Context: an optimization exercise on an open-source flow, tuned for small area, a short achievable clock period and few clock cycles per item. The choices shown serve that exercise and are no tape-out recipe.

east:
==> flow/design.v (excerpt) <==
module cmp_coder (
    input  wire        clk,
    input  wire        rst,         
    input  wire [1:0]  cfg_fmt,     
    input  wire [1:0]  cfg_type,    
    input  wire        cfg_pred,    
    input  wire [2:0]  cfg_e,       
    input  wire        in_valid,
    output wire        in_ready,
    input  wire [15:0] in_pix,
    input  wire        in_last,
    output reg         out_valid,
    input  wire        out_ready,
    output reg  [31:0] out_data,
    output reg         out_last,
    output wire [15:0] res_len,     
    output wire [15:0] res_npix,    
    output wire [31:0] res_crc      
);
Settings: LEC_CHECK=0, CAP_MARGIN=20, CORE_MARGIN=2, CORE_UTILIZATION=55, SLEW_MARGIN=20; clock period 55.0 ns.
standard.sh (not shown) runs the stock make flow with config.mk's settings and CLKGATE_MAP_FILE= SYNTH_SCRIPT=/design/flow/synth_recipe.tcl, a recipe that flattens the netlist after the stock synthesis.
==> flow/flow/run.sh <==
#!/bin/bash
set -uo pipefail
export SETUP_SLACK_MARGIN=43
export CTS_ARGS="-sink_clustering_enable -repair_clock_nets -sink_clustering_size 30 -sink_clustering_max_diameter 60 -dont_use_dummy_load -balance_levels"
bash standard.sh > standard.log 2>&1
east: PASS, flow complete, no timing, DRC or antenna violations
> inputs changed (east -> north)
diff --git a/flow/design.v b/flow/design.v
--- a/flow/design.v
+++ b/flow/design.v
@@ -218,25 +218,26 @@
         input integer n;
         integer j;
         reg [31:0] cc;
         begin
             cc = c;
             for (j = 0; j < n; j = j + 1)
                 cc = cc[0] ? ((cc >> 1) ^ CRC_POLY) : (cc >> 1);
             zsh = cc;
         end
     endfunction
     reg  [31:0] crc;          
+    reg  [2:0]  cbits;        
     wire [31:0] crc_in = s2_first ? 32'd0 : crc;
-    wire [1:0]  nlo    = s2_first ? 2'd1 : npix[1:0] + 2'd1;    
-    wire [2:0]  cb_new = (fmt_r == 2'd0) ? {nlo, 1'b0} : (fmt_r == 2'd1) ? {nlo[0], 2'b00} : 3'd0;
+    wire [2:0]  cb_in  = s2_first ? 3'd0 : cbits;
+    wire [2:0]  cb_new = cb_in + b3[2:0];
     wire [31:0] u10 = zsh(crc_in ^ {16'd0, h}, 10);
     wire [31:0] u12 = zsh(u10, 2);
     wire [31:0] u14 = zsh(u12, 2);
     wire [31:0] u16 = zsh(u14, 2);
     wire [31:0] o32 = 32'hFFFF_FFFF;
     wire [4:0]  nsh = s2_last ? (b3 + {2'b00, 3'd0 - cb_new}) : b3;
     reg  [31:0] crc_new;
     always @(*) begin
         case (nsh)
             5'd10:   crc_new = u10 ^ zsh(o32, 10) ^ o32;
             5'd12:   crc_new = u12 ^ zsh(o32, 12) ^ o32;
@@ -259,45 +260,48 @@
             cused <= 4'd0;
         end else if (run) begin
             s3_v     <= s2_v;
             s3_last  <= s2_last;
             s3_first <= s2_first;
             s3_raw   <= is_raw;
             s3_fmt   <= fmt_r;
             s3_m     <= is_raw ? h : m;
             s3_k     <= k;
             if (s2_v) begin
                 crc   <= crc_new;
-                npix  <= s2_first ? 14'd1 : npix + 14'd1;
+                cbits <= cb_new;
                 adj2  <= adj1;
                 adj1  <= is_bnd ? adjn : 4'sd0;
                 ctx   <= (m == 16'd0) ? 2'd0 :
                          (m[15:2] == 14'd0 && !(m[1] && m[0])) ? 2'd1 :
                          (m[15:4] == 12'd0 && !(&m[3:0])) ? 2'd2 : 2'd3;
                 if (!is_raw) begin
                     cused[ctx] <= 1'b1;
                     if (&n_c) begin
                         a_r[ctx] <= (a_c + {6'd0, m}) >> 1;
                         n_r[ctx] <= 6'd32;
                     end else begin
                         a_r[ctx] <= a_c + {6'd0, m};
                         n_r[ctx] <= n_c + 6'd1;
                     end
                 end
                 if (s2_last) begin
                     ctx   <= 2'd0;
                     cused <= 4'd0;
                 end
             end
         end
     end
+    wire npix_inc = run && s2_v;
+    always @(posedge clk)
+        npix <= (npix_inc && s2_first) ? 14'd1 : npix + {13'd0, npix_inc};
     assign res_npix = {2'b00, npix};
     wire [4:0] b4 = (s3_fmt == 2'd0) ? 5'd10 : (s3_fmt == 2'd1) ? 5'd12 : 5'd16;
     wire [15:0] mask4 = (s3_fmt == 2'd0) ? 16'h03FF : (s3_fmt == 2'd1) ? 16'h0FFF : 16'hFFFF;
     wire [15:0] qv    = s3_m >> s3_k;
     wire        esc   = (|qv[15:5]) | (qv[4] & qv[3]);
     reg  [16:0] ww;
     reg  [4:0]  uu;
     reg  [5:0]  clen;
     always @(*) begin
         if (s3_raw) begin
             ww   = {1'b0, ~s3_m & mask4};
@@ -362,20 +366,17 @@
             acc      <= {72{1'b1}};
             nbits    <= 7'd0;
             flushing <= 1'b0;
             pend     <= 1'b0;
         end else begin
             acc      <= take ? {32'hFFFF_FFFF, accI[71:32]} : accI;
             nbits    <= nb_n;
             pend     <= pend_n;
             if (ins && s3_last) flushing <= 1'b1;
             if (take && take_last) flushing <= 1'b0;
         end
-        if (take) begin
-            out_data <= take_last ? (accI[31:0] & ~(32'hFFFF_FFFF << nbI[5:0])) : accI[31:0];
-            out_last <= take_last;
-        end
-        if (ins) begin
-            nbytes <= (s3_first ? 16'd0 : nbytes) + {12'd0, lsum[6:3]};
-        end
+        out_data <= take ? (take_last ? (accI[31:0] & ~(32'hFFFF_FFFF << nbI[5:0])) : accI[31:0])
+                         : (out_data & {32{out_valid}});
+        out_last <= take ? take_last : (out_last & out_valid);
+        nbytes <= ((ins && s3_first) ? 16'd0 : nbytes) + {12'd0, ins ? lsum[6:3] : 4'd0};
     end
 endmodule
--- outcome ---
- north did not stop at any stage, and its layout met the timing, design-rule and antenna checks.
- [compare] base=east new=north: floorplan die height closely matched the old numbers, non-clock buffer total of the final layout fell 37, multi-input logic portion of the cell area +0.70 points, clock skew saw a decrease.
- NOTE number of cells traversed by the worst register-to-register path east->north decreased by more than 10%
- As far as data arrival time of the worst path is concerned, east and north perform about the same.
- [north vs east] global router's overall resource usage: higher in north
- Non-clock inverter total of the final layout on north is up relative to east.
- Of east and north, east shows the lower number of filler cells placed in the layout, with north above it.
Function was not checked in any run of this note: the RTL went through the layout flow alone.

## what the ideal ports hide
How much do the figures lean on ideal ports? The routed layouts below were timed once more, with nothing changed but the port constraints. Step 1 sets driving cells, clkbuf_16 on the clock port and buf_2 on the other inputs (assumed; they add their load-dependent delay and slew). Step 2 also shifts input and output timing later by t, the mid clock arrival at the registers, as if the neighbouring blocks saw the same clock. a / b / c = ideal / step 1 / step 2; a / b = the first two.
run | t, ns | setup WS [ns] | worst hold slack (ns) | latest minus earliest clock arrival (ns) | pins driven straight from the clock port
east | 0.629 | 42.816 / 42.751 / 42.655 | 0.396 / 0.396 / 0.396 | 0.085 / 0.085 | 1
north | 0.634 | 42.829 / 42.764 / 42.508 | 0.394 / 0.394 / 0.394 | 0.066 / 0.066 | 1
After both steps every run listed still meets setup and hold. The setup slack of north, which loses most, moves by -0.065 ns with the drivers and by -0.321 ns with both steps.
